What follows belongs to an exercise in optimizing a design on an open flow for small area, a short achievable clock period and few clock cycles per item; a production flow would make more cautious choices. Function was checked by simulation only, so behaviour that the tests miss may differ from the original. Power figures rest on the tool's default switching activity, not on a simulated workload.

--- flow/config.mk ---
export PLATFORM = sky130hd
export DESIGN_NAME = flow_steer
export DESIGN_NICKNAME = flow_steer
export VERILOG_FILES = /design/flow/design.v
export SDC_FILE = /design/flow/constraint.sdc
export NUM_CORES = 4
export LEC_CHECK = 0
export CAP_MARGIN = 20
export CORE_AREA = 5 5 315 315
export CTS_BUF_LIST = sky130_fd_sc_hd__clkbuf_8
export DIE_AREA = 0 0 320 320
export PLACE_DENSITY = 0.45
export SLEW_MARGIN = 20
--- flow/constraint.sdc ---
create_clock -name core_clock -period 10.0 [get_ports {clk}]
set_input_delay 2.0000 -clock core_clock [delete_from_list [all_inputs] [get_ports {clk}]]
set_output_delay 2.0000 -clock core_clock [all_outputs]
set_load 0.01 [all_outputs]
--- flow/design.v ---
module flow_steer (
    input  wire         clk,
    input  wire         rst,
    input  wire         in_valid,
    output reg          in_ready,
    input  wire [31:0]  in_seed,
    input  wire [4:0]   in_hash_sel,     
    input  wire         in_mode,         
    input  wire [7:0]   in_aff_mask,
    input  wire [7:0]   in_online_mask,
    input  wire         in_tunnel,
    input  wire [23:0]  in_vni,
    input  wire         o_has_mac,
    input  wire [95:0]  o_mac,
    input  wire         o_has_ip,
    input  wire         o_v6,
    input  wire [127:0] o_src,
    input  wire [127:0] o_dst,
    input  wire [7:0]   o_proto,
    input  wire         o_has_ports,
    input  wire [31:0]  o_ports,
    input  wire         o_frag,
    input  wire         i_has_mac,
    input  wire [95:0]  i_mac,
    input  wire         i_has_ip,
    input  wire         i_v6,
    input  wire [127:0] i_src,
    input  wire [127:0] i_dst,
    input  wire [7:0]   i_proto,
    input  wire         i_has_ports,
    input  wire [31:0]  i_ports,
    input  wire         i_frag,
    output reg          out_valid,
    input  wire         out_ready,
    output reg  [31:0]  out_hash,
    output reg  [2:0]   out_region,
    output reg          out_drop
);
    wire        c_inner   = in_hash_sel[3] & in_tunnel;
    wire        c_has_ip  = c_inner ? i_has_ip : o_has_ip;
    wire        c_has_mac = c_inner ? i_has_mac : o_has_mac;
    wire        c_v6      = c_inner ? i_v6 : o_v6;
    wire        c_hports  = c_inner ? (i_has_ports & ~i_frag) : (o_has_ports & ~o_frag);
    wire        c_addr    = c_has_ip & in_hash_sel[0];
    wire        c_a6      = c_addr & c_v6;
    wire        c_a4      = c_addr & ~c_v6;
    wire        c_p       = c_has_ip & in_hash_sel[1];
    wire        c_q       = c_has_ip & in_hash_sel[2] & c_hports;
    wire        c_v       = c_has_ip & in_hash_sel[4] & in_tunnel;
    wire        c_tail    = c_p | c_q | c_v;
    wire        c_ismac   = ~c_has_ip & c_has_mac;
    wire        c_first   = c_addr | c_ismac;    
    wire        c_two     = (c_a4 & c_tail) | c_ismac;           
    wire        c_fetch0  = c_a6 | c_two;        
    wire [7:0]  c_cand0   = in_aff_mask & in_online_mask;
    wire [7:0]  c_cand    = in_mode ? (c_cand0 & (~c_cand0 + 8'd1)) : c_cand0;
    reg         r_inner, r_a6, r_a4, r_ismac, r_first, r_p, r_q, r_v;
    reg         r_a6t, r_two, r_one;
    reg  [7:0]  r_cand;
    always @(posedge clk) begin
        r_inner <= c_inner;
        r_a6    <= c_a6;
        r_a4    <= c_a4;
        r_ismac <= c_ismac;
        r_first <= c_first;
        r_p     <= c_p;
        r_q     <= c_q;
        r_v     <= c_v;
        r_cand  <= c_cand;
        r_a6t   <= c_a6 & c_tail;
        r_two   <= c_two;
        r_one   <= ~c_a6 & ~c_two;
    end
    reg         known;           
    reg  [4:0]  ph;              
    wire        k_first = ~known | (ph[0] & r_first);
    wire        k_slo   = known & r_a6 & ph[1];
    wire        k_dhi   = known & r_a6 & ph[2];
    wire        k_dlo   = known & r_a6 & ph[3];
    wire        k_mlo   = known & r_ismac & ph[1];
    wire        k_tail  = known & ((r_a6 & ph[4]) | (r_a4 & ph[1]) | (~r_first & ph[0]));
    function [63:0] bswap64;         
        input [63:0] x;
        integer i;
        for (i = 0; i < 8; i = i + 1) bswap64[8*i +: 8] = x[63-8*i -: 8];
    endfunction
    function [31:0] bswap32;
        input [31:0] x;
        integer i;
        for (i = 0; i < 4; i = i + 1) bswap32[8*i +: 8] = x[31-8*i -: 8];
    endfunction
    wire        f_o    = k_first & ~c_inner;
    wire        f_i    = k_first &  c_inner;
    wire        f_o6   = f_o &  o_has_ip &  o_v6;
    wire        f_o4   = f_o &  o_has_ip & ~o_v6;
    wire        f_om   = f_o & ~o_has_ip;
    wire        f_i6   = f_i &  i_has_ip &  i_v6;
    wire        f_i4   = f_i &  i_has_ip & ~i_v6;
    wire        f_im   = f_i & ~i_has_ip;
    wire        ko     = ~r_inner;
    wire        ki     =  r_inner;
    wire        t_o    = k_tail & ko;
    wire        t_i    = k_tail & ki;
    wire        tp7    = r_p & ~r_v & ~r_q;      
    wire        tp3    = r_p & ~r_v &  r_q;      
    wire        tp4    = r_p &  r_v & ~r_q;      
    wire        tp0    = r_p &  r_v &  r_q;      
    wire        tq4    = r_q & ~r_v;             
    wire        tq1    = r_q &  r_v;             
    wire [63:0] f_data =
          ({64{f_o6}}  & bswap64(o_src[127:64]))
        | ({64{f_o4}}  & bswap64({o_src[31:0], o_dst[31:0]}))
        | ({64{f_om}}  & bswap64(o_mac[95:32]))
        | ({64{f_i6}}  & bswap64(i_src[127:64]))
        | ({64{f_i4}}  & bswap64({i_src[31:0], i_dst[31:0]}))
        | ({64{f_im}}  & bswap64(i_mac[95:32]))
        | ({64{k_slo & ko}} & bswap64(o_src[63:0]))
        | ({64{k_slo & ki}} & bswap64(i_src[63:0]))
        | ({64{k_dhi & ko}} & bswap64(o_dst[127:64]))
        | ({64{k_dhi & ki}} & bswap64(i_dst[127:64]))
        | ({64{k_dlo & ko}} & bswap64(o_dst[63:0]))
        | ({64{k_dlo & ki}} & bswap64(i_dst[63:0]))
        | ({64{k_mlo & ko}} & {bswap32(o_mac[31:0]), 32'd0})
        | ({64{k_mlo & ki}} & {bswap32(i_mac[31:0]), 32'd0})
        | ({64{k_tail & r_v}} & {bswap32({8'd0, in_vni}), 32'd0})
        | ({64{t_o & tq4}} & {bswap32(o_ports), 32'd0})
        | ({64{t_i & tq4}} & {bswap32(i_ports), 32'd0})
        | ({64{t_o & tq1}} & {24'd0, bswap32(o_ports), 8'd0})
        | ({64{t_i & tq1}} & {24'd0, bswap32(i_ports), 8'd0})
        | ({64{t_o & tp7}} & {o_proto, 56'd0})
        | ({64{t_i & tp7}} & {i_proto, 56'd0})
        | ({64{t_o & tp4}} & {24'd0, o_proto, 32'd0})
        | ({64{t_i & tp4}} & {24'd0, i_proto, 32'd0})
        | ({64{t_o & tp3}} & {32'd0, o_proto, 24'd0})
        | ({64{t_i & tp3}} & {32'd0, i_proto, 24'd0})
        | ({64{t_o & tp0}} & {56'd0, o_proto})
        | ({64{t_i & tp0}} & {56'd0, i_proto});
    wire [3:0]  tk = {3'd0, r_p} + {1'b0, r_q, 2'b00} + {2'b00, r_v, r_v};
    wire [8:0]  f_off;
    assign f_off[0] = k_first | k_slo | k_dhi | k_dlo | (k_tail & (tk == 4'd8));
    assign f_off[1] = k_tail & (tk == 4'd7);
    assign f_off[2] = 1'b0;
    assign f_off[3] = k_tail & (tk == 4'd5);
    assign f_off[4] = k_mlo | (k_tail & (tk == 4'd4));
    assign f_off[5] = k_tail & (tk == 4'd3);
    assign f_off[6] = 1'b0;
    assign f_off[7] = k_tail & (tk == 4'd1);
    assign f_off[8] = k_tail & (tk == 4'd0);
    reg  [63:0] win;
    reg  [8:0]  woff;
    reg         wv, wfirst, wlast;
    reg  [31:0] c;               
    reg         cdone;
    reg  [7:0]  bcand;
    reg         rv;
    reg  [31:0] rhash;
    reg  [5:0]  rp7;
    reg  [7:0]  rp15;
    reg  [7:0]  rcand;
    wire        take   = out_valid & out_ready;
    wire        r_move = rv & (~out_valid | out_ready);
    wire        c_move = cdone & (~rv | ~out_valid | out_ready);
    reg  [63:0] inj;
    reg  [31:0] ovh;
    integer     oi;
    always @(*) begin
        inj = 64'd0;
        for (oi = 0; oi <= 8; oi = oi + 1)
            inj = inj | ({64{woff[oi]}} & ({32'd0, c} << (8 * oi)));
        ovh = ({32{woff[8]}} & c)
            | ({32{woff[7]}} & {8'd0, c[31:8]})
            | ({32{woff[5]}} & {24'd0, c[31:24]});
    end
    wire [63:0] bx = win ^ inj;
    wire [31:0] b_out;
    wire bt64 = bx[18] ^ bx[38];
    wire bt65 = bx[32] ^ bx[55];
    wire bt66 = bx[0] ^ bx[11];
    wire bt67 = bx[33] ^ bx[52];
    wire bt68 = bx[34] ^ bx[57];
    wire bt69 = bx[1] ^ bx[12];
    wire bt70 = bx[13] ^ bx[58];
    wire bt71 = bx[28] ^ bx[47];
    wire bt72 = bx[29] ^ bx[48];
    wire bt73 = bx[14] ^ bx[61];
    wire bt74 = bx[30] ^ bx[35];
    wire bt75 = bx[15] ^ bx[62];
    wire bt76 = bx[31] ^ bx[50];
    wire bt77 = bx[36] ^ bx[45];
    wire bt78 = bx[53] ^ bx[54];
    wire bt79 = bx[27] ^ bx[46];
    wire bt80 = bx[40] ^ bx[49];
    wire bt81 = bx[24] ^ bx[43];
    wire bt82 = bx[25] ^ bx[44];
    wire bt83 = bx[26] ^ bt65;
    wire bt84 = bx[2] ^ bx[60];
    wire bt85 = bx[16] ^ bx[41];
    wire bt86 = bx[21] ^ bx[37];
    wire bt87 = bx[22] ^ bx[59];
    wire bt88 = bx[17] ^ bx[42];
    wire bt89 = bx[4] ^ bx[63];
    wire bt90 = bx[39] ^ bt72;
    wire bt91 = bx[5] ^ bx[10];
    wire bt92 = bx[56] ^ bt64;
    wire bt93 = bx[3] ^ bt73;
    wire bt94 = bx[23] ^ bt69;
    wire bt95 = bx[51] ^ bt70;
    wire bt96 = bx[19] ^ bt68;
    wire bt97 = bt66 ^ bt71;
    wire bt98 = bt67 ^ bt79;
    wire bt99 = bx[7] ^ bt80;
    wire bt100 = bx[20] ^ bt77;
    wire bt101 = bx[8] ^ bt81;
    wire bt102 = bx[9] ^ bt82;
    wire bt103 = bt78 ^ bt85;
    wire bt104 = bx[6] ^ bt74;
    wire bt105 = bt75 ^ bt83;
    wire bt106 = bx[55] ^ bt87;
    wire bt107 = bt86 ^ bt91;
    wire bt108 = bt88 ^ bt90;
    wire bt109 = bx[57] ^ bx[59];
    wire bt110 = bx[16] ^ bt89;
    wire bt111 = bx[23] ^ bt76;
    wire bt112 = bt92 ^ bt97;
    wire bt113 = bt98 ^ bt107;
    wire bt114 = bt64 ^ bt84;
    wire bt115 = bx[24] ^ bx[39];
    wire bt116 = bx[42] ^ bt93;
    wire bt117 = bt84 ^ bt95;
    wire bt118 = bx[12] ^ bx[13];
    wire bt119 = bx[14] ^ bx[34];
    wire bt120 = bx[60] ^ bt102;
    wire bt121 = bt67 ^ bt119;
    wire bt122 = bx[56] ^ bt78;
    wire bt123 = bx[17] ^ bt113;
    wire bt124 = bx[36] ^ bt85;
    wire bt125 = bx[43] ^ bt106;
    wire bt126 = bx[37] ^ bx[58];
    wire bt127 = bx[44] ^ bx[53];
    wire bt128 = bt94 ^ bt104;
    wire bt129 = bx[4] ^ bt74;
    wire bt130 = bx[21] ^ bt81;
    wire bt131 = bx[41] ^ bt70;
    wire bt132 = bx[54] ^ bt100;
    wire bt133 = bx[61] ^ bt94;
    wire bt134 = bt75 ^ bt131;
    wire bt135 = bt99 ^ bt114;
    wire bt136 = bx[1] ^ bx[46];
    wire bt137 = bx[8] ^ bt76;
    wire bt138 = bx[30] ^ bx[62];
    wire bt139 = bx[63] ^ bt136;
    wire bt140 = bx[6] ^ bt110;
    wire bt141 = bx[11] ^ bx[25];
    wire bt142 = bt95 ^ bt111;
    wire bt143 = bt96 ^ bt100;
    wire bt144 = bx[51] ^ bt118;
    wire bt145 = bx[10] ^ bx[15];
    wire bt146 = bx[38] ^ bt87;
    wire bt147 = bt101 ^ bt146;
    wire bt148 = bx[15] ^ bx[22];
    wire bt149 = bx[40] ^ bt83;
    wire bt150 = bx[26] ^ bx[31];
    wire bt151 = bx[47] ^ bt66;
    wire bt152 = bx[58] ^ bt64;
    wire bt153 = bx[29] ^ bt88;
    wire bt154 = bx[41] ^ bt98;
    wire bt155 = bt90 ^ bt112;
    wire bt156 = bt124 ^ bt155;
    wire bt157 = bx[20] ^ bt80;
    wire bt158 = bt87 ^ bt157;
    wire bt159 = bt108 ^ bt126;
    wire bt160 = bx[0] ^ bt109;
    wire bt161 = bx[19] ^ bt132;
    wire bt162 = bt130 ^ bt160;
    wire bt163 = bt133 ^ bt134;
    wire bt164 = bx[5] ^ bt65;
    wire bt165 = bt82 ^ bt86;
    wire bt166 = bt116 ^ bt117;
    wire bt167 = bt138 ^ bt166;
    wire bt168 = bx[9] ^ bx[28];
    wire bt169 = bx[18] ^ bt105;
    wire bt170 = bt140 ^ bt142;
    wire bt171 = bx[0] ^ bt68;
    wire bt172 = bx[14] ^ bx[48];
    wire bt173 = bx[22] ^ bt115;
    wire bt174 = bx[36] ^ bt144;
    wire bt175 = bt89 ^ bt172;
    wire bt176 = bx[17] ^ bx[35];
    wire bt177 = bt68 ^ bt93;
    wire bt178 = bt71 ^ bt72;
    wire bt179 = bx[3] ^ bx[49];
    wire bt180 = bx[50] ^ bt68;
    wire bt181 = bx[61] ^ bt105;
    wire bt182 = bx[27] ^ bt120;
    wire bt183 = bx[7] ^ bt117;
    wire bt184 = bx[27] ^ bx[45];
    wire bt185 = bx[33] ^ bt92;
    wire bt186 = bx[63] ^ bt73;
    wire bt187 = bt103 ^ bt148;
    wire bt188 = bt149 ^ bt185;
    wire bt189 = bt82 ^ bt101;
    wire bt190 = bt150 ^ bt151;
    wire bt191 = bt152 ^ bt190;
    wire bt192 = bx[39] ^ bt66;
    wire bt193 = bt102 ^ bt192;
    wire bt194 = bx[63] ^ bt94;
    wire bt195 = bx[16] ^ bt67;
    wire bt196 = bx[18] ^ bt83;
    wire bt197 = bt74 ^ bt195;
    wire bt198 = bt97 ^ bt153;
    wire bt199 = bt101 ^ bt196;
    wire bt200 = bx[38] ^ bt103;
    wire bt201 = bx[51] ^ bt69;
    wire bt202 = bx[52] ^ bt76;
    wire bt203 = bt104 ^ bt106;
    wire bt204 = bx[10] ^ bx[31];
    wire bt205 = bt108 ^ bt122;
    wire bt206 = bx[2] ^ bt99;
    wire bt207 = bx[3] ^ bt137;
    wire bt208 = bx[12] ^ bx[42];
    wire bt209 = bx[55] ^ bt96;
    wire bt210 = bx[9] ^ bx[35];
    wire bt211 = bt86 ^ bt88;
    wire bt212 = bt89 ^ bt154;
    wire bt213 = bt210 ^ bt211;
    wire bt214 = bx[10] ^ bx[21];
    wire bt215 = bx[13] ^ bt77;
    wire bt216 = bx[59] ^ bt214;
    wire bt217 = bt103 ^ bt121;
    wire bt218 = ovh[0];
    wire bt219 = ovh[1];
    wire bt220 = ovh[2];
    wire bt221 = ovh[3];
    wire bt222 = ovh[4];
    wire bt223 = ovh[5];
    wire bt224 = ovh[6];
    wire bt225 = ovh[7];
    wire bt226 = ovh[8];
    wire bt227 = ovh[9];
    wire bt228 = ovh[10];
    wire bt229 = ovh[11];
    wire bt230 = ovh[12];
    wire bt231 = ovh[13];
    wire bt232 = ovh[14];
    wire bt233 = ovh[15];
    wire bt234 = ovh[16];
    wire bt235 = ovh[17];
    wire bt236 = ovh[18];
    wire bt237 = ovh[19];
    wire bt238 = ovh[20];
    wire bt239 = ovh[21];
    wire bt240 = ovh[22];
    wire bt241 = ovh[23];
    wire bt242 = ovh[24];
    wire bt243 = ovh[25];
    wire bt244 = ovh[26];
    wire bt245 = ovh[27];
    wire bt246 = ovh[28];
    wire bt247 = ovh[29];
    wire bt248 = ovh[30];
    wire bt249 = ovh[31];
  wire bt250 = bt70 ^ bt84;
  wire bt251 = bt96 ^ bt218;
  wire bt252 = bt250 ^ bt125;
  wire bt253 = bt251 ^ bt123;
  wire bt254 = bt252 ^ bt156;
  wire bt255 = bt253 ^ bt254;
  wire bt256 = bx[60] ^ bt127;
  wire bt257 = bt93 ^ bt96;
  wire bt258 = bt219 ^ bt256;
  wire bt259 = bt112 ^ bt128;
  wire bt260 = bt158 ^ bt257;
  wire bt261 = bt258 ^ bt159;
  wire bt262 = bt259 ^ bt260;
  wire bt263 = bt261 ^ bt262;
  wire bt264 = bt76 ^ bt90;
  wire bt265 = bt129 ^ bt220;
  wire bt266 = bt135 ^ bt162;
  wire bt267 = bt264 ^ bt265;
  wire bt268 = bt161 ^ bt163;
  wire bt269 = bt266 ^ bt267;
  wire bt270 = bt268 ^ bt269;
  wire bt271 = bx[19] ^ bt115;
  wire bt272 = bt124 ^ bt137;
  wire bt273 = bt139 ^ bt164;
  wire bt274 = bt165 ^ bt221;
  wire bt275 = bt271 ^ bt158;
  wire bt276 = bt272 ^ bt273;
  wire bt277 = bt274 ^ bt275;
  wire bt278 = bt276 ^ bt167;
  wire bt279 = bt277 ^ bt278;
  wire bt280 = bx[40] ^ bt79;
  wire bt281 = bt91 ^ bt141;
  wire bt282 = bt168 ^ bt90;
  wire bt283 = bt222 ^ bt280;
  wire bt284 = bt281 ^ bt116;
  wire bt285 = bt143 ^ bt282;
  wire bt286 = bt283 ^ bt169;
  wire bt287 = bt170 ^ bt284;
  wire bt288 = bt285 ^ bt286;
  wire bt289 = bt287 ^ bt288;
  wire bt290 = bx[20] ^ bt104;
  wire bt291 = bt171 ^ bt173;
  wire bt292 = bt175 ^ bt223;
  wire bt293 = bt105 ^ bt135;
  wire bt294 = bt174 ^ bt290;
  wire bt295 = bt291 ^ bt292;
  wire bt296 = bt293 ^ bt294;
  wire bt297 = bt295 ^ bt296;
  wire bt298 = bx[8] ^ bt141;
  wire bt299 = bt145 ^ bt176;
  wire bt300 = bt111 ^ bt139;
  wire bt301 = bt178 ^ bt224;
  wire bt302 = bt298 ^ bt299;
  wire bt303 = bt125 ^ bt135;
  wire bt304 = bt177 ^ bt300;
  wire bt305 = bt301 ^ bt302;
  wire bt306 = bt303 ^ bt304;
  wire bt307 = bt305 ^ bt306;
  wire bt308 = bx[23] ^ bx[44];
  wire bt309 = bt168 ^ bt179;
  wire bt310 = bt308 ^ bt129;
  wire bt311 = bt144 ^ bt180;
  wire bt312 = bt225 ^ bt309;
  wire bt313 = bt147 ^ bt310;
  wire bt314 = bt311 ^ bt312;
  wire bt315 = bt123 ^ bt181;
  wire bt316 = bt313 ^ bt314;
  wire bt317 = bt315 ^ bt316;
  wire bt318 = bx[29] ^ bx[35];
  wire bt319 = bx[53] ^ bx[62];
  wire bt320 = bt77 ^ bt91;
  wire bt321 = bt318 ^ bt319;
  wire bt322 = bt121 ^ bt173;
  wire bt323 = bt226 ^ bt320;
  wire bt324 = bt321 ^ bt112;
  wire bt325 = bt322 ^ bt323;
  wire bt326 = bt170 ^ bt182;
  wire bt327 = bt324 ^ bt325;
  wire bt328 = bt326 ^ bt327;
  wire bt329 = bx[25] ^ bx[47];
  wire bt330 = bt184 ^ bt329;
  wire bt331 = bt130 ^ bt186;
  wire bt332 = bt227 ^ bt330;
  wire bt333 = bt128 ^ bt187;
  wire bt334 = bt331 ^ bt332;
  wire bt335 = bt183 ^ bt188;
  wire bt336 = bt333 ^ bt334;
  wire bt337 = bt335 ^ bt336;
  wire bt338 = bx[7] ^ bx[23];
  wire bt339 = bx[29] ^ bx[54];
  wire bt340 = bx[60] ^ bt75;
  wire bt341 = bt338 ^ bt339;
  wire bt342 = bt107 ^ bt228;
  wire bt343 = bt340 ^ bt341;
  wire bt344 = bt116 ^ bt189;
  wire bt345 = bt342 ^ bt343;
  wire bt346 = bt191 ^ bt344;
  wire bt347 = bt345 ^ bt346;
  wire bt348 = bx[19] ^ bx[30];
  wire bt349 = bx[48] ^ bt69;
  wire bt350 = bt184 ^ bt348;
  wire bt351 = bt229 ^ bt349;
  wire bt352 = bt350 ^ bt140;
  wire bt353 = bt147 ^ bt193;
  wire bt354 = bt351 ^ bt181;
  wire bt355 = bt352 ^ bt353;
  wire bt356 = bt354 ^ bt355;
  wire bt357 = bx[41] ^ bx[52];
  wire bt358 = bx[62] ^ bt72;
  wire bt359 = bt86 ^ bt357;
  wire bt360 = bt99 ^ bt102;
  wire bt361 = bt230 ^ bt358;
  wire bt362 = bt359 ^ bt125;
  wire bt363 = bt143 ^ bt194;
  wire bt364 = bt360 ^ bt361;
  wire bt365 = bt191 ^ bt362;
  wire bt366 = bt363 ^ bt364;
  wire bt367 = bt365 ^ bt366;
  wire bt368 = bx[5] ^ bx[49];
  wire bt369 = bt127 ^ bt368;
  wire bt370 = bt100 ^ bt180;
  wire bt371 = bt231 ^ bt369;
  wire bt372 = bt194 ^ bt197;
  wire bt373 = bt198 ^ bt370;
  wire bt374 = bt371 ^ bt199;
  wire bt375 = bt372 ^ bt373;
  wire bt376 = bt374 ^ bt375;
  wire bt377 = bx[45] ^ bx[57];
  wire bt378 = bt91 ^ bt115;
  wire bt379 = bt377 ^ bt97;
  wire bt380 = bt201 ^ bt202;
  wire bt381 = bt232 ^ bt378;
  wire bt382 = bt120 ^ bt200;
  wire bt383 = bt203 ^ bt379;
  wire bt384 = bt380 ^ bt381;
  wire bt385 = bt382 ^ bt383;
  wire bt386 = bt384 ^ bt385;
  wire bt387 = bx[6] ^ bx[46];
  wire bt388 = bx[52] ^ bt77;
  wire bt389 = bt141 ^ bt204;
  wire bt390 = bt387 ^ bt233;
  wire bt391 = bt388 ^ bt389;
  wire bt392 = bt133 ^ bt149;
  wire bt393 = bt390 ^ bt391;
  wire bt394 = bt183 ^ bt205;
  wire bt395 = bt392 ^ bt393;
  wire bt396 = bt394 ^ bt395;
  wire bt397 = bx[11] ^ bx[37];
  wire bt398 = bx[47] ^ bt109;
  wire bt399 = bt118 ^ bt138;
  wire bt400 = bt397 ^ bt93;
  wire bt401 = bt122 ^ bt234;
  wire bt402 = bt398 ^ bt399;
  wire bt403 = bt154 ^ bt206;
  wire bt404 = bt400 ^ bt401;
  wire bt405 = bt402 ^ bt199;
  wire bt406 = bt403 ^ bt404;
  wire bt407 = bt405 ^ bt406;
  wire bt408 = bx[33] ^ bx[38];
  wire bt409 = bt71 ^ bt208;
  wire bt410 = bt408 ^ bt122;
  wire bt411 = bt175 ^ bt235;
  wire bt412 = bt409 ^ bt134;
  wire bt413 = bt207 ^ bt209;
  wire bt414 = bt410 ^ bt411;
  wire bt415 = bt182 ^ bt412;
  wire bt416 = bt413 ^ bt414;
  wire bt417 = bt415 ^ bt416;
  wire bt418 = bx[26] ^ bx[32];
  wire bt419 = bx[49] ^ bx[51];
  wire bt420 = bt73 ^ bt148;
  wire bt421 = bt418 ^ bt419;
  wire bt422 = bt114 ^ bt151;
  wire bt423 = bt236 ^ bt420;
  wire bt424 = bt421 ^ bt213;
  wire bt425 = bt422 ^ bt423;
  wire bt426 = bt161 ^ bt212;
  wire bt427 = bt424 ^ bt425;
  wire bt428 = bt426 ^ bt427;
  wire bt429 = bx[3] ^ bx[20];
  wire bt430 = bx[50] ^ bx[53];
  wire bt431 = bx[56] ^ bt66;
  wire bt432 = bt84 ^ bt109;
  wire bt433 = bt429 ^ bt430;
  wire bt434 = bt153 ^ bt237;
  wire bt435 = bt431 ^ bt432;
  wire bt436 = bt433 ^ bt434;
  wire bt437 = bt435 ^ bt163;
  wire bt438 = bt436 ^ bt437;
  wire bt439 = bx[18] ^ bx[54];
  wire bt440 = bt69 ^ bt439;
  wire bt441 = bt110 ^ bt238;
  wire bt442 = bt440 ^ bt162;
  wire bt443 = bt441 ^ bt442;
  wire bt444 = bt167 ^ bt443;
  wire bt445 = bx[1] ^ bx[33];
  wire bt446 = bt75 ^ bt79;
  wire bt447 = bt89 ^ bt204;
  wire bt448 = bt445 ^ bt165;
  wire bt449 = bt239 ^ bt446;
  wire bt450 = bt447 ^ bt177;
  wire bt451 = bt448 ^ bt449;
  wire bt452 = bt450 ^ bt451;
  wire bt453 = bt156 ^ bt452;
  wire bt454 = bx[42] ^ bx[43];
  wire bt455 = bx[56] ^ bx[60];
  wire bt456 = bt69 ^ bt74;
  wire bt457 = bt80 ^ bt454;
  wire bt458 = bt455 ^ bt215;
  wire bt459 = bt216 ^ bt240;
  wire bt460 = bt456 ^ bt457;
  wire bt461 = bt458 ^ bt459;
  wire bt462 = bt460 ^ bt169;
  wire bt463 = bt212 ^ bt461;
  wire bt464 = bt462 ^ bt463;
  wire bt465 = bx[55] ^ bt127;
  wire bt466 = bt152 ^ bt186;
  wire bt467 = bt202 ^ bt216;
  wire bt468 = bt241 ^ bt465;
  wire bt469 = bt108 ^ bt466;
  wire bt470 = bt467 ^ bt468;
  wire bt471 = bt469 ^ bt470;
  wire bt472 = bx[2] ^ bx[30];
  wire bt473 = bt65 ^ bt75;
  wire bt474 = bt77 ^ bt80;
  wire bt475 = bt472 ^ bt95;
  wire bt476 = bt171 ^ bt178;
  wire bt477 = bt242 ^ bt473;
  wire bt478 = bt474 ^ bt200;
  wire bt479 = bt475 ^ bt476;
  wire bt480 = bt477 ^ bt123;
  wire bt481 = bt478 ^ bt479;
  wire bt482 = bt480 ^ bt481;
  wire bt483 = bx[11] ^ bt71;
  wire bt484 = bt76 ^ bt179;
  wire bt485 = bt92 ^ bt139;
  wire bt486 = bt243 ^ bt483;
  wire bt487 = bt484 ^ bt203;
  wire bt488 = bt217 ^ bt485;
  wire bt489 = bt486 ^ bt159;
  wire bt490 = bt487 ^ bt488;
  wire bt491 = bt489 ^ bt490;
  wire bt492 = bx[11] ^ bx[28];
  wire bt493 = bx[32] ^ bt208;
  wire bt494 = bt492 ^ bt99;
  wire bt495 = bt129 ^ bt244;
  wire bt496 = bt493 ^ bt113;
  wire bt497 = bt142 ^ bt187;
  wire bt498 = bt494 ^ bt495;
  wire bt499 = bt496 ^ bt497;
  wire bt500 = bt498 ^ bt499;
  wire bt501 = bx[6] ^ bt111;
  wire bt502 = bt164 ^ bt245;
  wire bt503 = bt147 ^ bt174;
  wire bt504 = bt198 ^ bt217;
  wire bt505 = bt501 ^ bt502;
  wire bt506 = bt503 ^ bt504;
  wire bt507 = bt505 ^ bt506;
  wire bt508 = bx[7] ^ bx[13];
  wire bt509 = bx[15] ^ bx[18];
  wire bt510 = bx[37] ^ bx[51];
  wire bt511 = bt65 ^ bt81;
  wire bt512 = bt508 ^ bt509;
  wire bt513 = bt510 ^ bt121;
  wire bt514 = bt246 ^ bt511;
  wire bt515 = bt512 ^ bt120;
  wire bt516 = bt128 ^ bt513;
  wire bt517 = bt514 ^ bt205;
  wire bt518 = bt515 ^ bt516;
  wire bt519 = bt517 ^ bt518;
  wire bt520 = bt73 ^ bt78;
  wire bt521 = bt145 ^ bt150;
  wire bt522 = bt92 ^ bt215;
  wire bt523 = bt247 ^ bt520;
  wire bt524 = bt521 ^ bt189;
  wire bt525 = bt197 ^ bt206;
  wire bt526 = bt209 ^ bt522;
  wire bt527 = bt523 ^ bt524;
  wire bt528 = bt525 ^ bt526;
  wire bt529 = bt527 ^ bt528;
  wire bt530 = bx[14] ^ bx[56];
  wire bt531 = bt79 ^ bt126;
  wire bt532 = bt176 ^ bt530;
  wire bt533 = bt103 ^ bt248;
  wire bt534 = bt531 ^ bt532;
  wire bt535 = bt105 ^ bt143;
  wire bt536 = bt193 ^ bt207;
  wire bt537 = bt533 ^ bt534;
  wire bt538 = bt535 ^ bt536;
  wire bt539 = bt537 ^ bt538;
  wire bt540 = bx[58] ^ bt71;
  wire bt541 = bt79 ^ bt109;
  wire bt542 = bt145 ^ bt110;
  wire bt543 = bt201 ^ bt249;
  wire bt544 = bt540 ^ bt541;
  wire bt545 = bt132 ^ bt213;
  wire bt546 = bt542 ^ bt543;
  wire bt547 = bt544 ^ bt188;
  wire bt548 = bt545 ^ bt546;
  wire bt549 = bt547 ^ bt548;
    assign b_out = {bt549, bt539, bt529, bt519, bt507, bt500, bt491, bt482, bt471, bt464, bt453, bt444, bt438, bt428, bt417, bt407, bt396, bt386, bt376, bt367, bt356, bt347, bt337, bt328, bt317, bt307, bt297, bt289, bt279, bt270, bt263, bt255};
    wire [31:0] hh = ~c;
    wire m7_1 = hh[0] ^ hh[3] ^ hh[6];
    wire m7_2 = (hh[0] & hh[3]) | (hh[0] & hh[6]) | (hh[3] & hh[6]);
    wire m7_3 = hh[9] ^ hh[12] ^ hh[15];
    wire m7_4 = (hh[9] & hh[12]) | (hh[9] & hh[15]) | (hh[12] & hh[15]);
    wire m7_5 = hh[18] ^ hh[21] ^ hh[24];
    wire m7_6 = (hh[18] & hh[21]) | (hh[18] & hh[24]) | (hh[21] & hh[24]);
    wire m7_7 = hh[1] ^ hh[4] ^ hh[7];
    wire m7_8 = (hh[1] & hh[4]) | (hh[1] & hh[7]) | (hh[4] & hh[7]);
    wire m7_9 = hh[10] ^ hh[13] ^ hh[16];
    wire m7_10 = (hh[10] & hh[13]) | (hh[10] & hh[16]) | (hh[13] & hh[16]);
    wire m7_11 = hh[19] ^ hh[22] ^ hh[25];
    wire m7_12 = (hh[19] & hh[22]) | (hh[19] & hh[25]) | (hh[22] & hh[25]);
    wire m7_13 = hh[2] ^ hh[5] ^ hh[8];
    wire m7_14 = (hh[2] & hh[5]) | (hh[2] & hh[8]) | (hh[5] & hh[8]);
    wire m7_15 = hh[11] ^ hh[14] ^ hh[17];
    wire m7_16 = (hh[11] & hh[14]) | (hh[11] & hh[17]) | (hh[14] & hh[17]);
    wire m7_17 = hh[20] ^ hh[23] ^ hh[26];
    wire m7_18 = (hh[20] & hh[23]) | (hh[20] & hh[26]) | (hh[23] & hh[26]);
    wire m7_19 = m7_1 ^ m7_3 ^ m7_5;
    wire m7_20 = (m7_1 & m7_3) | (m7_1 & m7_5) | (m7_3 & m7_5);
    wire m7_21 = hh[27] ^ hh[30] ^ m7_14;
    wire m7_22 = (hh[27] & hh[30]) | (hh[27] & m7_14) | (hh[30] & m7_14);
    wire m7_23 = m7_2 ^ m7_4 ^ m7_6;
    wire m7_24 = (m7_2 & m7_4) | (m7_2 & m7_6) | (m7_4 & m7_6);
    wire m7_25 = m7_7 ^ m7_9 ^ m7_11;
    wire m7_26 = (m7_7 & m7_9) | (m7_7 & m7_11) | (m7_9 & m7_11);
    wire m7_27 = m7_8 ^ m7_10 ^ m7_12;
    wire m7_28 = (m7_8 & m7_10) | (m7_8 & m7_12) | (m7_10 & m7_12);
    wire m7_29 = m7_13 ^ m7_15 ^ m7_17;
    wire m7_30 = (m7_13 & m7_15) | (m7_13 & m7_17) | (m7_15 & m7_17);
    wire m7_31 = m7_19 ^ m7_21 ^ m7_16;
    wire m7_32 = (m7_19 & m7_21) | (m7_19 & m7_16) | (m7_21 & m7_16);
    wire m7_33 = m7_18 ^ m7_28 ^ m7_30;
    wire m7_34 = (m7_18 & m7_28) | (m7_18 & m7_30) | (m7_28 & m7_30);
    wire m7_35 = m7_20 ^ m7_22 ^ m7_23;
    wire m7_36 = (m7_20 & m7_22) | (m7_20 & m7_23) | (m7_22 & m7_23);
    wire m7_37 = m7_25 ^ hh[28] ^ hh[31];
    wire m7_38 = (m7_25 & hh[28]) | (m7_25 & hh[31]) | (hh[28] & hh[31]);
    wire m7_39 = m7_24 ^ m7_26 ^ m7_27;
    wire m7_40 = (m7_24 & m7_26) | (m7_24 & m7_27) | (m7_26 & m7_27);
    wire m7_41 = m7_31 ^ m7_33 ^ m7_40;
    wire m7_42 = (m7_31 & m7_33) | (m7_31 & m7_40) | (m7_33 & m7_40);
    wire m7_43 = m7_32 ^ m7_34 ^ m7_35;
    wire m7_44 = (m7_32 & m7_34) | (m7_32 & m7_35) | (m7_34 & m7_35);
    wire m7_45 = m7_36 ^ m7_38 ^ m7_39;
    wire m7_46 = (m7_36 & m7_38) | (m7_36 & m7_39) | (m7_38 & m7_39);
    wire m7_47 = m7_42 ^ m7_43 ^ m7_37;
    wire m7_48 = (m7_42 & m7_43) | (m7_42 & m7_37) | (m7_43 & m7_37);
    wire m7_49 = m7_44 ^ m7_45 ^ m7_29;
    wire m7_50 = (m7_44 & m7_45) | (m7_44 & m7_29) | (m7_45 & m7_29);
    wire m7_51 = m7_41 ^ m7_46 ^ m7_50;
    wire m7_52 = (m7_41 & m7_46) | (m7_41 & m7_50) | (m7_46 & m7_50);
    wire m7_53 = m7_48 ^ m7_49 ^ hh[29];
    wire m7_54 = (m7_48 & m7_49) | (m7_48 & hh[29]) | (m7_49 & hh[29]);
    wire m15_1 = hh[0] ^ hh[4] ^ hh[8];
    wire m15_2 = (hh[0] & hh[4]) | (hh[0] & hh[8]) | (hh[4] & hh[8]);
    wire m15_3 = hh[12] ^ hh[16] ^ hh[20];
    wire m15_4 = (hh[12] & hh[16]) | (hh[12] & hh[20]) | (hh[16] & hh[20]);
    wire m15_5 = hh[1] ^ hh[5] ^ hh[9];
    wire m15_6 = (hh[1] & hh[5]) | (hh[1] & hh[9]) | (hh[5] & hh[9]);
    wire m15_7 = hh[13] ^ hh[17] ^ hh[21];
    wire m15_8 = (hh[13] & hh[17]) | (hh[13] & hh[21]) | (hh[17] & hh[21]);
    wire m15_9 = hh[2] ^ hh[6] ^ hh[10];
    wire m15_10 = (hh[2] & hh[6]) | (hh[2] & hh[10]) | (hh[6] & hh[10]);
    wire m15_11 = hh[14] ^ hh[18] ^ hh[22];
    wire m15_12 = (hh[14] & hh[18]) | (hh[14] & hh[22]) | (hh[18] & hh[22]);
    wire m15_13 = hh[3] ^ hh[7] ^ hh[11];
    wire m15_14 = (hh[3] & hh[7]) | (hh[3] & hh[11]) | (hh[7] & hh[11]);
    wire m15_15 = hh[15] ^ hh[19] ^ hh[23];
    wire m15_16 = (hh[15] & hh[19]) | (hh[15] & hh[23]) | (hh[19] & hh[23]);
    wire m15_17 = m15_1 ^ m15_3 ^ hh[24];
    wire m15_18 = (m15_1 & m15_3) | (m15_1 & hh[24]) | (m15_3 & hh[24]);
    wire m15_19 = hh[28] ^ m15_14 ^ m15_16;
    wire m15_20 = (hh[28] & m15_14) | (hh[28] & m15_16) | (m15_14 & m15_16);
    wire m15_21 = m15_2 ^ m15_4 ^ m15_5;
    wire m15_22 = (m15_2 & m15_4) | (m15_2 & m15_5) | (m15_4 & m15_5);
    wire m15_23 = m15_7 ^ hh[25] ^ hh[29];
    wire m15_24 = (m15_7 & hh[25]) | (m15_7 & hh[29]) | (hh[25] & hh[29]);
    wire m15_25 = m15_6 ^ m15_8 ^ m15_9;
    wire m15_26 = (m15_6 & m15_8) | (m15_6 & m15_9) | (m15_8 & m15_9);
    wire m15_27 = m15_11 ^ hh[26] ^ hh[30];
    wire m15_28 = (m15_11 & hh[26]) | (m15_11 & hh[30]) | (hh[26] & hh[30]);
    wire m15_29 = m15_10 ^ m15_12 ^ m15_13;
    wire m15_30 = (m15_10 & m15_12) | (m15_10 & m15_13) | (m15_12 & m15_13);
    wire m15_31 = m15_15 ^ hh[27] ^ hh[31];
    wire m15_32 = (m15_15 & hh[27]) | (m15_15 & hh[31]) | (hh[27] & hh[31]);
    wire m15_33 = m15_17 ^ m15_19 ^ m15_30;
    wire m15_34 = (m15_17 & m15_19) | (m15_17 & m15_30) | (m15_19 & m15_30);
    wire m15_35 = m15_18 ^ m15_20 ^ m15_21;
    wire m15_36 = (m15_18 & m15_20) | (m15_18 & m15_21) | (m15_20 & m15_21);
    wire m15_37 = m15_22 ^ m15_24 ^ m15_25;
    wire m15_38 = (m15_22 & m15_24) | (m15_22 & m15_25) | (m15_24 & m15_25);
    wire m15_39 = m15_26 ^ m15_28 ^ m15_29;
    wire m15_40 = (m15_26 & m15_28) | (m15_26 & m15_29) | (m15_28 & m15_29);
    wire m15_41 = m15_33 ^ m15_32 ^ m15_40;
    wire m15_42 = (m15_33 & m15_32) | (m15_33 & m15_40) | (m15_32 & m15_40);
    wire m15_43 = m15_34 ^ m15_35 ^ m15_23;
    wire m15_44 = (m15_34 & m15_35) | (m15_34 & m15_23) | (m15_35 & m15_23);
    wire m15_45 = m15_36 ^ m15_37 ^ m15_27;
    wire m15_46 = (m15_36 & m15_37) | (m15_36 & m15_27) | (m15_37 & m15_27);
    wire m15_47 = m15_38 ^ m15_39 ^ m15_31;
    wire m15_48 = (m15_38 & m15_39) | (m15_38 & m15_31) | (m15_39 & m15_31);
    wire [2:0] x7 = {m7_53, m7_52, m7_51};
    wire [2:0] y7 = {1'b0, m7_47, m7_54};
    wire [3:0] x15 = {m15_46, m15_44, m15_42, m15_41};
    wire [3:0] y15 = {m15_47, m15_45, m15_43, m15_48};
    wire [3:0]  s7  = {1'b0, rp7[5:3]} + {1'b0, rp7[2:0]};
    wire [4:0]  s15 = {1'b0, rp15[7:4]} + {1'b0, rp15[3:0]};
    reg  [6:0]  o7;              
    reg  [4:0]  o5;              
    reg  [2:0]  o3;              
    always @(*) begin
        case (s7)
            4'd0: o7 = 7'b0000001;
            4'd1: o7 = 7'b0000010;
            4'd2: o7 = 7'b0000100;
            4'd3: o7 = 7'b0001000;
            4'd4: o7 = 7'b0010000;
            4'd5: o7 = 7'b0100000;
            4'd6: o7 = 7'b1000000;
            4'd7: o7 = 7'b0000001;
            4'd8: o7 = 7'b0000010;
            4'd9: o7 = 7'b0000100;
            4'd10: o7 = 7'b0001000;
            4'd11: o7 = 7'b0010000;
            4'd12: o7 = 7'b0100000;
            4'd13: o7 = 7'b1000000;
            4'd14: o7 = 7'b0000001;
            default: o7 = 7'b0000001;
        endcase
        case (s15)
            5'd0: begin o5 = 5'b00001; o3 = 3'b001; end
            5'd1: begin o5 = 5'b00010; o3 = 3'b010; end
            5'd2: begin o5 = 5'b00100; o3 = 3'b100; end
            5'd3: begin o5 = 5'b01000; o3 = 3'b001; end
            5'd4: begin o5 = 5'b10000; o3 = 3'b010; end
            5'd5: begin o5 = 5'b00001; o3 = 3'b100; end
            5'd6: begin o5 = 5'b00010; o3 = 3'b001; end
            5'd7: begin o5 = 5'b00100; o3 = 3'b010; end
            5'd8: begin o5 = 5'b01000; o3 = 3'b100; end
            5'd9: begin o5 = 5'b10000; o3 = 3'b001; end
            5'd10: begin o5 = 5'b00001; o3 = 3'b010; end
            5'd11: begin o5 = 5'b00010; o3 = 3'b100; end
            5'd12: begin o5 = 5'b00100; o3 = 3'b001; end
            5'd13: begin o5 = 5'b01000; o3 = 3'b010; end
            5'd14: begin o5 = 5'b10000; o3 = 3'b100; end
            5'd15: begin o5 = 5'b00001; o3 = 3'b001; end
            5'd16: begin o5 = 5'b00010; o3 = 3'b010; end
            5'd17: begin o5 = 5'b00100; o3 = 3'b100; end
            5'd18: begin o5 = 5'b01000; o3 = 3'b001; end
            5'd19: begin o5 = 5'b10000; o3 = 3'b010; end
            5'd20: begin o5 = 5'b00001; o3 = 3'b100; end
            5'd21: begin o5 = 5'b00010; o3 = 3'b001; end
            5'd22: begin o5 = 5'b00100; o3 = 3'b010; end
            5'd23: begin o5 = 5'b01000; o3 = 3'b100; end
            5'd24: begin o5 = 5'b10000; o3 = 3'b001; end
            5'd25: begin o5 = 5'b00001; o3 = 3'b010; end
            5'd26: begin o5 = 5'b00010; o3 = 3'b100; end
            5'd27: begin o5 = 5'b00100; o3 = 3'b001; end
            5'd28: begin o5 = 5'b01000; o3 = 3'b010; end
            5'd29: begin o5 = 5'b10000; o3 = 3'b100; end
            5'd30: begin o5 = 5'b00001; o3 = 3'b001; end
            default: begin o5 = 5'b00001; o3 = 3'b001; end
        endcase
    end
    reg  [8:0]  rn;
    wire [7:0]  kh;
    wire        h0 = rhash[0];
    wire [7:0]  k2 = {6'd0, h0, ~h0};
    wire [7:0]  k4 = 8'd1 << rhash[1:0];
    wire [7:0]  k8 = 8'd1 << rhash[2:0];
    wire [7:0]  k6 = {2'b00,
                      o3[2] &  h0,       
                      o3[1] & ~h0,       
                      o3[0] &  h0,       
                      o3[2] & ~h0,       
                      o3[1] &  h0,       
                      o3[0] & ~h0};      
    assign kh = ({8{rn[0] | rn[1]}} & 8'd1)
              | ({8{rn[2]}} & k2)
              | ({8{rn[3]}} & {5'd0, o3})
              | ({8{rn[4]}} & k4)
              | ({8{rn[5]}} & {3'd0, o5})
              | ({8{rn[6]}} & k6)
              | ({8{rn[7]}} & {1'b0, o7})
              | ({8{rn[8]}} & k8);
    wire [2:0]  pc1 = {2'd0, rcand[0]};
    wire [2:0]  pc2 = {1'b0, rcand[0] & rcand[1], rcand[0] ^ rcand[1]};
    wire [2:0]  pc3 = {2'd0, rcand[0]} + {2'd0, rcand[1]} + {2'd0, rcand[2]};
    wire [2:0]  pc4 = pc2 + {1'b0, rcand[2] & rcand[3], rcand[2] ^ rcand[3]};
    wire [2:0]  pc5 = pc4 + {2'd0, rcand[4]};
    wire [2:0]  pc6 = pc4 + {1'b0, rcand[4] & rcand[5], rcand[4] ^ rcand[5]};
    wire [2:0]  pc7 = pc4 + {2'd0, rcand[4]} + {2'd0, rcand[5]} + {2'd0, rcand[6]};
    wire [7:0]  match = rcand & {kh[pc7], kh[pc6], kh[pc5], kh[pc4],
                                 kh[pc3], kh[pc2], kh[pc1], kh[0]};
    wire [2:0]  pick = {match[4] | match[5] | match[6] | match[7],
                        match[2] | match[3] | match[6] | match[7],
                        match[1] | match[3] | match[5] | match[7]};
    integer     j;
    wire [1:0]  bq0 = {1'b0, bcand[0]} + {1'b0, bcand[1]};
    wire [1:0]  bq1 = {1'b0, bcand[2]} + {1'b0, bcand[3]};
    wire [1:0]  bq2 = {1'b0, bcand[4]} + {1'b0, bcand[5]};
    wire [1:0]  bq3 = {1'b0, bcand[6]} + {1'b0, bcand[7]};
    wire [3:0]  bcn = ({2'b00, bq0} + {2'b00, bq1}) + ({2'b00, bq2} + {2'b00, bq3});
    wire [8:0]  bn_oh = 9'd1 << bcn;
    function [2:0] wc_next;      
        input wv_, wlast_, cdone_, rv_, ov_;
        reg   rm, cm;
        begin
            rm = rv_ & ~ov_;
            cm = cdone_ & (~rv_ | rm);
            wc_next = {wv_ ? wlast_ : (cdone_ & ~cm), cm | (rv_ & ~rm), rm | ov_};
        end
    endfunction
    wire [2:0]  nx   = wc_next(wv, wlast, cdone, rv, out_valid);
    wire        safe = ~nx[2] | ~nx[1] | ~nx[0];
    wire        rem1 = (r_a6 & r_a6t & ph[4]) | (r_a6 & ~r_a6t & ph[3]) |
                       (r_two & ph[1]) | (r_one & ph[0]);
    wire        rem2 = (r_a6 & r_a6t & ph[3]) | (r_a6 & ~r_a6t & ph[2]) |
                       (r_two & ph[0]);
    wire        fetch    = in_valid & safe & (known ? (~rem1 | in_ready) : c_fetch0);
    wire        is_last  = known & rem1;
    wire        ld_seed  = fetch & known & ph[0] & ~r_first;
    wire        acc      = in_valid & in_ready;
    wire        rem1_n   = known ? ((rem1 & ~fetch) | (rem2 & fetch))
                                 : (~c_a6 & ~c_two) | (c_two & fetch);
    wire [4:0]  ph_n = known ? (fetch ? {ph[3:0], 1'b0} : ph)
                             : (fetch ? 5'b00010 : 5'b00001);
    wire [2:0]  nx2  = wc_next(fetch, is_last, nx[2], nx[1], nx[0]);
    wire        safe2 = ~nx2[2] | ~nx2[1] | ~nx2[0];
    always @(posedge clk) begin
        win    <= f_data ^ {32'd0, {32{k_first}} & in_seed};
        woff   <= k_first ? 9'd0 : f_off;
        wfirst <= ~known | ph[0];
        wlast  <= is_last;
        if (wv) begin
            c <= b_out;
            if (wfirst) bcand <= r_cand;
        end else if (ld_seed) begin
            c <= in_seed;
        end
        if (c_move) begin
            rhash <= hh;
            rp7   <= {x7, y7};
            rp15  <= {x15, y15};
            rcand <= bcand;
            rn    <= bn_oh;
        end
        if (r_move) begin
            out_hash   <= rhash;
            out_region <= pick;
            out_drop   <= (rcand == 8'd0);
        end
    end
    always @(posedge clk) begin
        if (rst) begin
            known     <= 1'b0;
            ph        <= 5'b00001;
            in_ready  <= 1'b0;
            wv        <= 1'b0;
            cdone     <= 1'b0;
            rv        <= 1'b0;
            out_valid <= 1'b0;
        end else begin
            known     <= in_valid & ~acc;
            ph        <= (in_valid & ~acc) ? ph_n : 5'b00001;
            in_ready  <= in_valid & ~acc & rem1_n & safe & safe2;
            wv        <= fetch;
            cdone     <= wv ? wlast : (cdone & ~c_move);
            rv        <= c_move | (rv & ~r_move);
            out_valid <= r_move | (out_valid & ~take);
        end
    end
endmodule
--- flow/flow/run.sh ---
#!/bin/bash
# The standard layout (the standard.sh: ORFS synthesis to finish) with two
# changes to how the layout is optimised: the port buffers that global
# placement inserts are the smallest buffer cell (every port still gets its
# own buffer), and the resizer's timing repair aims for 6.2 ns of setup slack
# against the design's unchanged 10 ns clock. make's full output goes to
# flow.log in this folder.
set -euo pipefail
export BUFFER_PORTS_ARGS="-buffer_cell sky130_fd_sc_hd__buf_1"
export SETUP_SLACK_MARGIN=6.2
bash standard.sh > flow.log 2>&1
--- flow/standard.sh ---
#!/bin/bash
# synth_recipe.tcl (not shown) runs the flow's synth.tcl, then flattens the netlist and writes it again
# the make line also repeats each setting of config.mk as NAME=value (left out here)
make -C /OpenROAD-flow-scripts/flow DESIGN_CONFIG=/design/flow/config.mk WORK_HOME=/design/flow/orfs CLKGATE_MAP_FILE= SYNTH_SCRIPT=/design/flow/synth_recipe.tcl "${@:-finish}"
==> results by group, run 1 <==
STA
  – RSZ-0062 raised after global routing: yes
  – Skew final: ~0.052 ns
  – Minimum clock period: 3.92 ns
  – Worst-Margin Slew: 1.04 ns
  – Slew Limit Fails: 0
  – Hold Vio Cnt, Final: 0
  – Final WS setup: 6.08 ns
  – Slew headroom: 30.2%
  – Tcrit/Tclk final: 39.2%
  – Highest Clock Rate: 255 MHz
  – Hold WS: 0.404 ns
  – Post-Route Setup TNS: 0 ns
  – Final Setup Violations: 0

Die
  – Core Region: 0.0952 mm²
  – Die Span Y: 320 µm
  – IO Pins: 915
  – # rows: ~110
  – DIE WIDTH: around 320 µm
  – Die area: 0.102 mm²
  – Initial Util: 23.2%

Clock tree
  – Worst-case clock buffer depth: 3
  – Hold-fix buffers, CTS: 0
  – Root buffer cell: clkbuf_8
  – CTS tree: yes
  – Worst-Skew Late Latency: 0.67 ns
  – Reg clk slew, reported paths: ~0.08 ns
  – H-tree levels: 2
  – CTS Sinks: between 200 and 250
  – Clock buffer count from CTS: 46

Synthesis
  – Number of synthesized flops with an enable pin: 138
  – Post-synthesis instance total: 2391
  – Top cells by area, synth: edfxtp_1 19%, xnor2_1 16%, dfxtp_1 9.4%
  – Post-synthesis register bit count: 241
  – Yosys warns: 1
  – Synthesized area: 0.0220 mm²
  – Syn_nets: 3357
  – Post-synthesis cell type count: 64
  – Main synth FF type: edfxtp_1
  – Share of the synthesized area in the top cell type: 18.8%
  – Ys async rst share: 0%
  – Sequential area share after synthesis: 28.1%
  – Mean Syn Cell Area: 9.22 µm²
  – Synth area leader: edfxtp_1

Power
  – Switching Fraction: between 40% and 50%
  – Power per cell area: 249 mW/mm²
  – NetSw: 0.00356 W
  – P_leak: 10.3 nW
  – Sequential power share: 17.3%
  – Clock power share: between 10% and 20%
  – Maximum vdd drop: 157 µV
  – Cell Int Power: about 0.004 W
  – Comb pwr share: 68.1%

Global route
  – Number of global-route vias before repair: about 26k
  – First-pass GRT wire length: 282000 µm
  – GRT Total Usage: 42.2%
  – Pin count of the biggest net entering global routing: 65
  – Antenna violations before repair: 237
  – Remaining Overflow, GRT: 0

Route
  – Wirelength, routed: 229000 µm
  – DR pass1 iterations: 12
  – Post-route DRC violation count: 0
  – Via density: a little under 6
  – Wirelength per Cell: 47.4 µm
  – Antenna Nets Post-Route: 0
  – Via count: between 20k and 30k
  – DR iter-0 viols: 5596

Final layout
  – # nets final: 4326
  – Commonest non-fill, non-tap cell in the layout: buf_1
  – Layout cells sized above 1: 11.9%
  – Most frequent cells in the layout: 914 x buf_1, 365 x xnor2_1, 238 x nand2_1
  – Area grow syn2layout: 36.5%

Min path
  – Worst Hold Depth: 0
  – Min-Delay Path Class: reg2reg

Worst setup path
  – Reg2Reg Depth: 10
  – CP max FO: 37
  – Crit path capture type: flip-flop
  – CP arrival: roughly 4.5 ns
  – Worst Setup Path Type: reg2reg
  – Worst EP required: 10.56 ns
  – CP Launch Type: flip-flop

Placement
  – Port bufs: 914
  – DP HPWL: 197000 µm
  – Dpl ws: 5.08 ns
  – Final GP Congestion: between 1 and 1.5

Status
  – Status: complete, no violations

Run
  – Maxcap violations: 0
-- cells by family after synthesis --
| family | after synthesis | share of synthesized area [%] |
|---|---|---|
| flip-flops | 241 | 28.1 |
| buffers and inverters | 294 | 5.11 |
| AND/OR/NAND/NOR | 520 | 10.5 |
| multiplexers | 69 | 3.60 |
| AO/OA/AOI/OAI | 625 | 22.5 |
| XOR/XNOR | 553 | 23.0 |
| adder cells (fa/ha/maj) | 89 | 7.13 |
-- state kept, by name (all words and copies together), names as in the netlist, 3 cells and up --
name	count
out_region	3
rhash	32
woff	7
out_hash	32
bcand	8
ph	5
rn	9
rp15	8
r_cand	8
rp7	5
c	32
win	64
rcand	8
-- power by group through the flow --
| stage | Sequential, W | Combinational [W] | Clock [W] |
|---|---|---|---|
| 6_report | 0.00129 | 0.00511 | 0.00110 |
| 3_3_place_gp | 0.00137 | 0.00478 | 0 |
| 4_1_cts | 0.00129 | 0.00496 | 0.00110 |
| 5_1_grt | 0.00129 | 0.00533 | 0.00115 |
| 2_1_floorplan | 0.00127 | 0.00325 | 0 |
| 3_5_place_dp | 0.00137 | 0.00477 | 0 |
-- layout make-up --
cell class | count | area [µm²]
fillers | 10500 | 65100
multi-input cells | 1856 | 15600
flip-flops and latches | 241 | 6210
repair buffers | 1081 | 4810
well taps | 1265 | 1580
clock buffers | 56 | 771
inverters | 134 | 510
diodes | 163 | 408
clock inverters | 30 | 223
-- stage by stage --
step                utilization (%)  instances  area, µm²  total power, W
global route                   31.4       4742      29900         0.00777
finish                         31.6       4826      30100         0.00750
CTS                            30.7       4651      29200         0.00735
detailed placement             28.6       4491      27200         0.00614
global placement               28.6       4491      27200         0.00615
floorplan                         -       2391      22100         0.00452
-- per-layer routing --
metal  part of all wire (%)  track usage [%]  wire length [µm]
met3                     15             22.5             35400
met1                     38             52.4             86800
met5                   0.21                0               476
met2                     39             56.8             89400
met4                    7.3             26.3             16800
-- what timing repair did --
item / in CTS / in global routing
resized for setup: 53 / 73
buffers inserted: 74 / 11
gates cloned: 0 / 1
pin swaps: 10 / 21
setup endpoints to repair: 54 / 53
-- synthesized netlist by cell type, drive strengths merged (40+ instances only) --
cell type    n
a21oi       70
a221oi     104
a222oi     114
a22oi      225
clkbuf     137
dfxtp      103
edfxtp     138
fa          61
inv        133
mux2i       41
nand2      241
nand3      104
nand4       40
nor2        82
xnor2      409
xor2       139
-- critical path, stage by stage (launching register included) --
cell and delay, ns:
dfxtp_2 0.62, inv_1 0.22, nand2_1 0.40, nor2_4 0.23, buf_4 0.35, a22oi_1 0.31
nand3_1 0.34, a221oi_1 0.38, nand4_1 0.33, a221oi_1 0.39, xor2_1 0.17
-- final timing paths --
path	from	to	slack (ns)
worst max-delay path	r_inner	win[27]	6.08
worst min-delay path	r_cand[0]	bcand[0]	0.40
worst max register to register	r_inner	win[27]	6.08
worst min register to register	r_cand[0]	bcand[0]	0.40
Testbench counts, summed over its fixed seeds: cycles 8,214, items 3,200.
==> run 2: changes to the inputs <==
==> flow/flow/run.sh (replaced) <==
#!/bin/bash
# The standard layout (the standard.sh: ORFS synthesis to finish) with two
# changes to how the layout is optimised: the port buffers that global
# placement inserts are the smallest buffer cell (every port still gets its
# own buffer), and the resizer's timing repair aims for 6.0 ns of setup slack
# against the design's unchanged 10 ns clock. make's full output goes to
# flow.log in this folder.
set -euo pipefail
export BUFFER_PORTS_ARGS="-buffer_cell sky130_fd_sc_hd__buf_1"
export SETUP_SLACK_MARGIN=6.0
bash standard.sh > flow.log 2>&1
--- a/flow/config.mk
+++ b/flow/config.mk
@@ -7,7 +7,6 @@
 export LEC_CHECK = 0
 export CAP_MARGIN = 20
 export CORE_AREA = 5 5 315 315
-export CTS_BUF_LIST = sky130_fd_sc_hd__clkbuf_8
 export DIE_AREA = 0 0 320 320
 export PLACE_DENSITY = 0.45
 export SLEW_MARGIN = 20
==> results by group, run 2 <==
Status
  – Status: complete, no violations

STA
  – Slew headroom: 17.9%
  – Tcrit/Tclk final: about two fifths
  – Post-Route Setup TNS: 0 ns
  – Worst-Margin Slew: 1.23 ns
  – Minimum clock period: between 4 and 5 ns
  – Hold Vio Cnt, Final: 0
  – Slew Limit Fails: 0
  – Final Setup Violations: 0
  – RSZ-0062 raised after global routing: yes
  – Skew final: between 0.03 and 0.04 ns
  – Highest Clock Rate: 246 MHz

Worst setup path
  – Worst r2r src: c[5]
  – Worst Setup Path Type: reg2reg
  – CP Launch Type: flip-flop
  – CP max FO: 9
  – Worst EP required: around 10 ns
  – CP arrival: 4.38 ns
  – Worst Setup SP: c[5]
  – Crit path capture type: flip-flop

Final layout
  – Most frequent cells in the layout: 914 x buf_1, 382 x xnor2_1, 240 x nand2_1
  – Layout cells sized above 1: 8.41%
  – # nets final: ~4.3k
  – Max FFs per register: between 60 and 70
  – Filler cell count: 10.6k
  – Area grow syn2layout: 32.4%
  – Most flops, register: win
  – Layout Cells excl Fill: about 4.7k
  – Commonest non-fill, non-tap cell in the layout: buf_1

Placement
  – Final GP Congestion: 1.09
  – Inst Count DP: approximately 4.5k
  – Port bufs: 914
  – DP HPWL: 197000 µm

Synthesis
  – Top cells by area, synth: edfxtp_1 19%, xnor2_1 16%, dfxtp_1 9.4%
  – Post-synthesis cell type count: 64
  – Synth cell count leaders: 396 x xnor2_1, 241 x nand2_1, 225 x a22oi_1
  – Number of synthesized flops with an enable pin: 138
  – Mean Syn Cell Area: 9.22 µm²
  – Yosys warns: 1
  – Main synth FF type: edfxtp_1
  – Count leader, synth: xnor2_1
  – Share of the synthesized area in the top cell type: 18.8%
  – Syn_nets: 3357
  – Post-synthesis register bit count: around 240
  – Synth area leader: edfxtp_1
  – Sequential area share after synthesis: 28.1%
  – Synthesized area: between 0.02 and 0.025 mm²
  – Ys async rst share: 0%
  – Post-synthesis instance total: ~2.4k

Clock tree
  – Hold-fix buffers, CTS: 0
  – Worst-case clock buffer depth: 3
  – Root buffer cell: clkbuf_16
  – Reg clk slew, reported paths: around 0.060 ns
  – H-tree levels: 1
  – Worst-Skew Late Latency: 0.62 ns
  – CTS Sinks: 241
  – Clock buffer count from CTS: 31
  – CTS tree: yes

Min path
  – Min-Delay Path Class: reg2reg
  – HP Start: r_cand[7]

Run
  – Maxcap violations: 0

Route
  – DR pass1 iterations: 14
  – Post-route DRC violation count: 0
  – Wirelength, routed: 229000 µm
  – Via density: 5.94
  – Wirelength per Cell: approximately 48 µm
  – DR iter-0 viols: 5860
  – Via count: 28.1k
  – Antenna Nets Post-Route: 0

Global route
  – Pin count of the biggest net entering global routing: 65
  – GRT Total Usage: 42.1%
  – Number of global-route vias before repair: 25.8k
  – First-pass GRT wire length: 283000 µm
  – Remaining Overflow, GRT: 0
  – Antenna violations before repair: 224

Die
  – Die Span Y: 320 µm
  – Initial Util: 23.2%
  – Die area: 0.102 mm²
  – DIE WIDTH: 320 µm
  – IO Pins: 915
  – # rows: 113
  – Core Region: around 0.095 mm²

Power
  – P_leak: 9.83 nW
  – Cell Int Power: 0.00396 W
  – Switching Fraction: 47.0%
  – Maximum vdd drop: 168 µV
  – NetSw: 0.00350 W
  – Power Total: 0.00746 W
  – Comb pwr share: 66.3%
  – Power per cell area: 255 mW/mm²
  – Sequential power share: 17.6%
  – Clock power share: between 10% and 20%
[run 2: cell counts after synthesis]
Identical to the previous run, type by type.
[run 2: what timing repair did]
item,in CTS,in global routing
setup buffers,33,16
endpoints found under the hold margin,0,0
resized for setup,18,23
endpoints found under the setup margin,25,41
pin swaps,1,5
[run 2: power by group through the flow]
stage | registers [W] | logic, W | clock network (W)
detailed placement | 0.00137 | 0.00475 | 0
CTS | 0.00132 | 0.00483 | 0.00121
global placement | 0.00137 | 0.00478 | 0
global route | 0.00131 | 0.00516 | 0.00125
finish | 0.00131 | 0.00495 | 0.00120
floorplan | 0.00127 | 0.00324 | 0
[run 2: per-layer routing]
metal | GRT usage [%] | share of wire, % | up-vias
li1 | - | - | 10902
met1 | 52.9 | 38 | 13951
met2 | 57.7 | 39 | 2626
met3 | 20.5 | 15 | 547
met4 | 25.3 | 7.4 | 70
met5 | 0 | 0.20 | -
[run 2: final timing paths]
kind         endpoint  slack, ns  cells past startpoint
max             c[10]       5.93                      9
min          bcand[7]       0.40                      0
max reg2reg     c[10]       5.93                      9
min reg2reg  bcand[7]       0.40                      0
[run 2: metrics by stage]
stage / hold slack, ns / area (µm²) / setup slack (ns) / utilization [%]
2_1_floorplan: 0.386 / 22100 / 6.01 / -
6_report: 0.401 / 29200 / 5.93 / 30.7
5_1_grt: 0.411 / 29000 / 5.93 / 30.5
4_1_cts: 0.404 / 28600 / 5.93 / 30.0
3_5_place_dp: 0.391 / 27100 / 5.25 / 28.5
3_3_place_gp: 0.388 / 27100 / 5.28 / 28.5
[run 2: area by class of cell]
class                           count  area, µm²  share of cell area [%]
Multi-Input combinational cell   1856      15100                    51.8
Sequential cell                   241       6210                    21.3
Timing Repair Buffer             1030       4340                    14.9
Tap cell                         1265       1580                    5.42
Clock buffer                       36        795                    2.72
Inverter                          134        503                    1.72
Antenna cell                      149        373                    1.28
Clock inverter                     21        262                   0.896
[run 2: kinds of logic after synthesis]
| kind of cell | share of synthesized area, % |
|---|---|
| buf+inv | 5.11 |
| flops | 28.1 |
| mux | 3.60 |
| simple gates | 10.5 |
| xor+xnor | 23.0 |
| compound gates | 22.5 |
| fa+ha+maj | 7.13 |
[run 2: worst max-delay path, stage by stage, from the launching register on]
cell and delay, ns:
edfxtp_1 0.78, a222oi_1 0.21, xnor2_1 0.79, xnor2_1 0.49, xnor2_1 0.42, xor2_1 0.32
xnor2_1 0.14, xnor2_1 0.15, xnor2_1 0.33, a21oi_1 0.13

[static timing again, ports no longer ideal]
Ports are ideal in the flow. The routed layouts listed here were re-timed in OpenROAD.
Step 1: set_driving_cell puts a clkbuf_16 on clk and a buf_2 on each other input, an assumption about the parent block.
Step 2 times the ports against the registers' clock, not the clock port: input delays grow and output delays shrink by t, the midpoint of the rising clock arrivals with the driver on.
Slacks: no drivers / after step 1 / after step 2; pairs: no drivers / after step 1.
| run | t (ns) | setup WS [ns] | worst setup path at the end | worst register clock-pin slew, ns | worst data-port slew with drivers (ns) |
|---|---|---|---|---|---|
| run 1 | 0.705 | 6.080 / 6.080 / 5.466 | input to register | 0.09 / 0.09 | 0.40 |
| run 2 | 0.669 | 5.934 / 5.934 / 5.301 | input to register | 0.07 / 0.07 | 0.48 |
After both steps every run listed still meets setup and hold. For run 2, which loses most, drivers alone change the setup slack by 0.000 ns; drivers and shift together by -0.633 ns.
